Background: an optimization exercise with open tools, aiming at small area, a short achievable clock period and few clock cycles per item. Do not read the settings as production practice. In this exercise RTL edits were held to simulation tests only and were not proved equivalent to the original.

==> wip/pepper: inputs <==
Design tot_mulr, start of the top module:
module tot_mulr (
    input  wire         clk,
    input  wire         rst,
    input  wire         start,
    input  wire [127:0] opd,
    input  wire [63:0]  opf,
    input  wire [5:0]   mexp,
    input  wire [1:0]   rmode,
    output reg          busy,
    output reg          done,
    output reg          refused,
    output reg  [3:0]   cause,
    output reg  [127:0] res
);
export LEC_CHECK = 0
export CAP_MARGIN = 20
export CORE_MARGIN = 2
export CORE_UTILIZATION = 40
export SLEW_MARGIN = 20
create_clock -name core_clock -period 90.0 [get_ports {clk}]
standard.sh (not shown) runs the stock make flow with config.mk's settings and CLKGATE_MAP_FILE= SYNTH_SCRIPT=/design/flow/synth_recipe.tcl, a recipe that flattens the netlist after the stock synthesis.
==> flow/flow/run.sh <==
#!/bin/bash
# Own flow: the standard layout (standard.sh) with two changes:
#  - synthesis: Yosys's extract_fa/adder-cell mapping is skipped and ABC maps
#    for area (two rounds of choice computation and mapping with area
#    recovery); the synth wrapper (-nofsm -noshare, flatten, renames) is the
#    standard one;
#  - port buffers: every input and output still gets a buffer, but a buf_1
#    instead of the flow's default clkdlybuf4s50_1 delay cell.
# Floorplan, placement, CTS, routing and the constraints are the standard ones.
set -euo pipefail
W=$(pwd)
SCR="$FLOW_HOME/scripts"

# synthesis script: ORFS's synth.tcl without the adder step, area-oriented abc
python3 - "$SCR/synth.tcl" "$W/synth_custom.tcl" > "$W/flow_prep.log" 2>&1 <<'PY'
import sys
s = open(sys.argv[1]).read()
a = s.index("# Technology mapping of adders")
b = s.index("# Technology mapping of latches")
s = s[:a] + s[b:]
old = "  log_cmd abc {*}$abc_args"
assert old in s
script = ("+strash;&get,-n;&fraig,-x;&put;scorr;dc2;dretime;strash;&get,-n;&dch,-f;"
          "&nf,-R,300;&put;strash;&get,-n;&dch,-f;&nf,-R,300;&put")
s = s.replace(old, '  log_cmd abc -script {%s} {*}$lib_args {*}$lib_dont_use_args' % script)
open(sys.argv[2], "w").write(s)
PY

# the standard wrapper, sourcing the script above
sed "s#source \$::env(SCRIPTS_DIR)/synth.tcl#source $W/synth_custom.tcl#" \
    "$W/synth_recipe.tcl" > "$W/custom_synth.tcl"
grep -q "synth_custom.tcl" "$W/custom_synth.tcl"

# standard.sh with the synthesis script swapped and the port buffer cell set
sed -e "s#SYNTH_SCRIPT=[^ ]*#SYNTH_SCRIPT=$W/custom_synth.tcl#" \
    -e "s#CLKGATE_MAP_FILE= #CLKGATE_MAP_FILE= 'BUFFER_PORTS_ARGS=-buffer_cell sky130_fd_sc_hd__buf_1' #" \
    "$W/standard.sh" > "$W/custom_standard.sh"
grep -q "custom_synth.tcl" "$W/custom_standard.sh"
grep -q "BUFFER_PORTS_ARGS" "$W/custom_standard.sh"

bash "$W/custom_standard.sh" > "$W/flow_make.log" 2>&1
test -f "$W/out/final.def"
==> wip/amber: changes against wip/pepper <==
--- a/flow/design.v
+++ b/flow/design.v
@@ -43,20 +43,19 @@
     reg        intg;       
     reg        last_frac;  
     wire       f_end = (f[63:4] == 60'd0);
     wire       d_z   = (d == 4'd0);
     wire       frac4 = frac_m4 && f_end && d_z;       
     wire       last  = (intg || (last_frac && d_z)) && f_end;
     wire       dz = pre;                       
-    wire       x1 = !dz && (d == 4'd3);
-    wire       x4 = !dz && (d == 4'd8);
-    wire       x5 = !dz && (d >= 4'd5) && (d != 4'd8);
-    wire       y1 = !dz && ((d == 4'd1) || (d == 4'd6));
-    wire       y2 = !dz && ((d == 4'd2) || (d == 4'd3) || (d == 4'd7));
-    wire       y4 = !dz && ((d == 4'd4) || (d >= 4'd8));
+    wire       x5  = !dz && (d >= 4'd3) && (d <= 4'd7);
+    wire       x10 = !dz && (d >= 4'd8);
+    wire       y1  = !dz && ((d == 4'd1) || (d == 4'd4) || (d == 4'd6) || (d == 4'd9));
+    wire       y2  = !dz && ((d == 4'd2) || (d == 4'd3) || (d == 4'd7) || (d == 4'd8));
+    wire       yn  = !dz && ((d == 4'd3) || (d == 4'd4) || (d >= 4'd8));
     function [2:0] mod5(input [3:0] v);
         case (v)
             4'd5: mod5 = 3'd0;
             4'd6: mod5 = 3'd1;
             4'd7: mod5 = 3'd2;
             4'd8: mod5 = 3'd3;
             4'd9: mod5 = 3'd4;
@@ -108,15 +107,14 @@
     endfunction
     function [5:0] split10(input [4:0] v);       
         split10 = (v >= 5'd20) ? {2'd2, v[3:0] - 4'd4} :
                   (v >= 5'd10) ? {2'd1, v[3:0] - 4'd10} : {2'd0, v[3:0]};
     endfunction
     wire [3:0]  ad [0:33];    
     wire [3:0]  a2 [0:31];
-    wire [3:0]  a4 [0:31];
     wire [1:0]  zc [0:31];    
     wire [4:0]  y  [0:31];    
     wire [31:0] gg;           
     wire [31:0] pp;           
     generate
         for (g = 0; g < 34; g = g + 1) begin : dig_a
             if (g < 2 || g > 32)
@@ -125,23 +123,23 @@
                 assign ad[g] = a[4*(g-2) +: 4];
         end
         for (g = 0; g < 32; g = g + 1) begin : mul
             wire [3:0] a5;
             wire [4:0] t;
             wire [5:0] cs;
             assign a2[g] = {mod5(ad[g+2]), ge5(ad[g+1])};
-            if (g == 0)
-                assign a4[g] = {mod5(a2[g]), 1'b0};
-            else
-                assign a4[g] = {mod5(a2[g]), ge5(a2[g-1])};
             assign a5 = five(ad[g+2][0], ad[g+1]);
-            wire [3:0] xd = ({4{x1}} & ad[g+2]) | ({4{x4}} & a4[g]) | ({4{x5}} & a5);
-            wire [3:0] yd = ({4{y1}} & ad[g+2]) | ({4{y2}} & a2[g]) | ({4{y4}} & a4[g]);
+            wire [3:0] xd = ({4{x5}} & a5) | ({4{x10}} & ad[g+1]);
+            wire [3:0] ym = ({4{y1}} & ad[g+2]) | ({4{y2}} & a2[g]);
+            wire [3:0] yd = yn ? {~(ym[3] | ym[2] | ym[1]), ym[2] ^ ym[1], ym[1], ~ym[0]} : ym;
             wire [3:0] cd = (g < 31) ? acc[4*g +: 4] : 4'd0;
-            assign t  = {1'b0, cd} + {1'b0, xd} + {1'b0, yd};
+            if (g == 0)
+                assign t = {1'b0, cd} + {1'b0, xd} + {1'b0, yd} + {4'd0, yn};
+            else
+                assign t = {1'b0, cd} + {1'b0, xd} + {1'b0, yd};
             assign cs = split10(t);
             assign zc[g] = cs[5:4];
             if (g == 0)
                 assign y[g] = {1'b0, cs[3:0]};
             else
                 assign y[g] = {1'b0, cs[3:0]} + {3'd0, zc[g-1]};
             assign gg[g] = (y[g] >= 5'd10);
@@ -204,15 +202,15 @@
     wire [3:0]  rdig4 = acc[15:12];
     wire        st4   = sticky | (acc[11:0] != 12'd0);
     wire        r_def4 = rmode_up(rnd, rdig4, st4, 1'b0);
     wire        r_tie4 = (rnd == 2'd0) && (rdig4 == 4'd5) && !st4;
     wire [123:0] acc_in  = frac4 ? {16'd0, acc[123:16]} :
                            frac  ? sum[127:4] : sum[123:0];
     wire         ovf_now = frac ? cc[32]
-                                : (cc[32] | (sum[127:124] != 4'd0) | (alost & !d_z));
+                                : ((cc[32] & !yn) | (sum[127:124] != 4'd0) | (alost & !d_z));
     wire         ovf_fin = ovf | ovf_now;
     wire         zero    = (acc_in == 124'd0);
     reg [5:0] cnt_nx;
     always @* begin
         if (idle)       cnt_nx = mexp;
         else if (pre4)  cnt_nx = cnt - 6'd4;
         else if (pre)   cnt_nx = cnt - 6'd1;
--- a/flow/config.mk
+++ b/flow/config.mk
@@ -4,8 +4,10 @@
 export VERILOG_FILES = /design/flow/design.v
 export SDC_FILE = /design/flow/constraint.sdc
 export NUM_CORES = 4
 export LEC_CHECK = 0
 export CAP_MARGIN = 20
 export CORE_MARGIN = 2
 export CORE_UTILIZATION = 40
+export CTS_CLUSTER_DIAMETER = 100
+export CTS_CLUSTER_SIZE = 20
 export SLEW_MARGIN = 20
==> wip/nickel: changes against wip/pepper <==
--- a/flow/design.v
+++ b/flow/design.v
@@ -21,15 +21,14 @@
     reg [1:0]   rnd;
     reg [5:0]   cnt;       
     reg         sticky;    
     reg         alost;     
     reg         ovf;
     reg         rdef;      
     reg         rtie;      
-    reg         idle;      
     reg bad;
     always @* begin
         bad = (sgn[3:1] != 3'b110);
         for (i = 0; i < 31; i = i + 1)
             if (a[4*i+3] & (a[4*i+2] | a[4*i+1])) bad = 1'b1;
         for (i = 0; i < 16; i = i + 1)
             if (f[4*i+3] & (f[4*i+2] | f[4*i+1])) bad = 1'b1;
@@ -209,15 +208,15 @@
                            frac  ? sum[127:4] : sum[123:0];
     wire         ovf_now = frac ? cc[32]
                                 : (cc[32] | (sum[127:124] != 4'd0) | (alost & !d_z));
     wire         ovf_fin = ovf | ovf_now;
     wire         zero    = (acc_in == 124'd0);
     reg [5:0] cnt_nx;
     always @* begin
-        if (idle)       cnt_nx = mexp;
+        if (!busy)      cnt_nx = mexp;
         else if (pre4)  cnt_nx = cnt - 6'd4;
         else if (pre)   cnt_nx = cnt - 6'd1;
         else if (frac4) cnt_nx = cnt + 6'd4;
         else if (frac)  cnt_nx = cnt + 6'd1;
         else            cnt_nx = cnt;
     end
     always @(posedge clk) begin
@@ -225,15 +224,15 @@
         pre       <= !cnt_nx[5] && (cnt_nx != 6'd0);
         pre4      <= !cnt_nx[5] && (cnt_nx[4:2] != 3'd0);
         frac      <= cnt_nx[5];
         frac_m4   <= cnt_nx[5] && ((cnt_nx[4:2] != 3'b111) || (cnt_nx[1:0] == 2'b00));
         frac_e4   <= (cnt_nx == 6'b111100);
         intg      <= (cnt_nx == 6'd0);
         last_frac <= (cnt_nx == 6'b111111);
-        if (idle) begin
+        if (!busy) begin
             a      <= opd[127:4];
             f      <= opf;
             sgn    <= opd[3:0];
             rnd    <= rmode;
             acc    <= 124'd0;
             sticky <= 1'b0;
             alost  <= 1'b0;
@@ -269,33 +268,28 @@
             rdef  <= 1'b0;
             rtie  <= 1'b0;
         end
     end
     always @(posedge clk) begin
         if (rst) begin
             busy <= 1'b0;
-            idle <= 1'b1;
             done <= 1'b0;
             res  <= 128'h0000_0000_0000_0000_0000_0000_0000_000C;
         end else begin
             done <= 1'b0;
-            if (idle) begin
-                if (start) begin
+            if (!busy) begin
+                if (start)
                     busy <= 1'b1;
-                    idle <= 1'b0;
-                end
             end else if (bad) begin
                 busy    <= 1'b0;
-                idle    <= 1'b1;
                 done    <= 1'b1;
                 refused <= 1'b1;
                 cause   <= 4'd2;
             end else if (last) begin
                 busy    <= 1'b0;
-                idle    <= 1'b1;
                 done    <= 1'b1;
                 refused <= ovf_fin;
                 cause   <= ovf_fin ? 4'd4 : 4'd0;
                 if (!ovf_fin)
                     res <= {acc_in, 3'b110, (sgn[0] && !zero)};
             end
         end
==> summary of the runs <==
- The highest wire length belongs to wip/pepper, the lowest to wip/amber.
- The lowest clock-buffer cell count belongs to wip/amber, the highest to wip/pepper.
- The highest cell area belongs to wip/pepper, the lowest to wip/amber.
- Against wip/pepper, the area after synthesis of wip/amber is smaller by 3.7%.
- Die area, highest first: wip/pepper, wip/nickel, wip/amber.
- Utilization: wip/amber < wip/pepper < wip/nickel.
- Setup slack, lowest first: wip/nickel, wip/amber, wip/pepper.
- Register-to-register slack: wip/amber > wip/pepper > wip/nickel.
Testbench counts of wip/pepper, summed over its fixed seeds: cycles 38,874, items 3,200.
Testbench counts of wip/amber, summed over its fixed seeds: cycles 38,874, items 3,200.
Testbench counts of wip/nickel, summed over its fixed seeds: cycles 38,874, items 3,200.

what the ideal ports hide:
The results above use ideal ports. As a check the final layouts listed here were re-extracted and re-timed, cells and wires unchanged. Step 1 sets driving cells, clkbuf_16 on the clock port and buf_2 on the other inputs (assumed; they add their load-dependent delay and slew). Step 2 moves the port delays by t, midway between the first and last clock arrival at a register: inputs arrive t later, outputs are due t later. That takes back most of the time a late clock gives input paths. Three values: ideal, step 1, step 2; two values: the first two.
run	t, ns	setup slack, ns	clock arrival spread, ns	slew at the worst register clock pin (ns)	cell pins on the clock port's net
wip/pepper	0.752	70.747 / 70.671 / 70.410	0.051 / 0.051	0.07 / 0.07	1
wip/amber	0.693	70.721 / 70.647 / 70.107	0.052 / 0.051	0.10 / 0.10	1
wip/nickel	0.749	69.126 / 69.126 / 69.126	0.031 / 0.032	0.07 / 0.07	1
After both steps setup and hold are still met in every run listed. The setup slack of wip/amber, which loses most, moves by -0.074 ns with the drivers and by -0.614 ns with both steps.
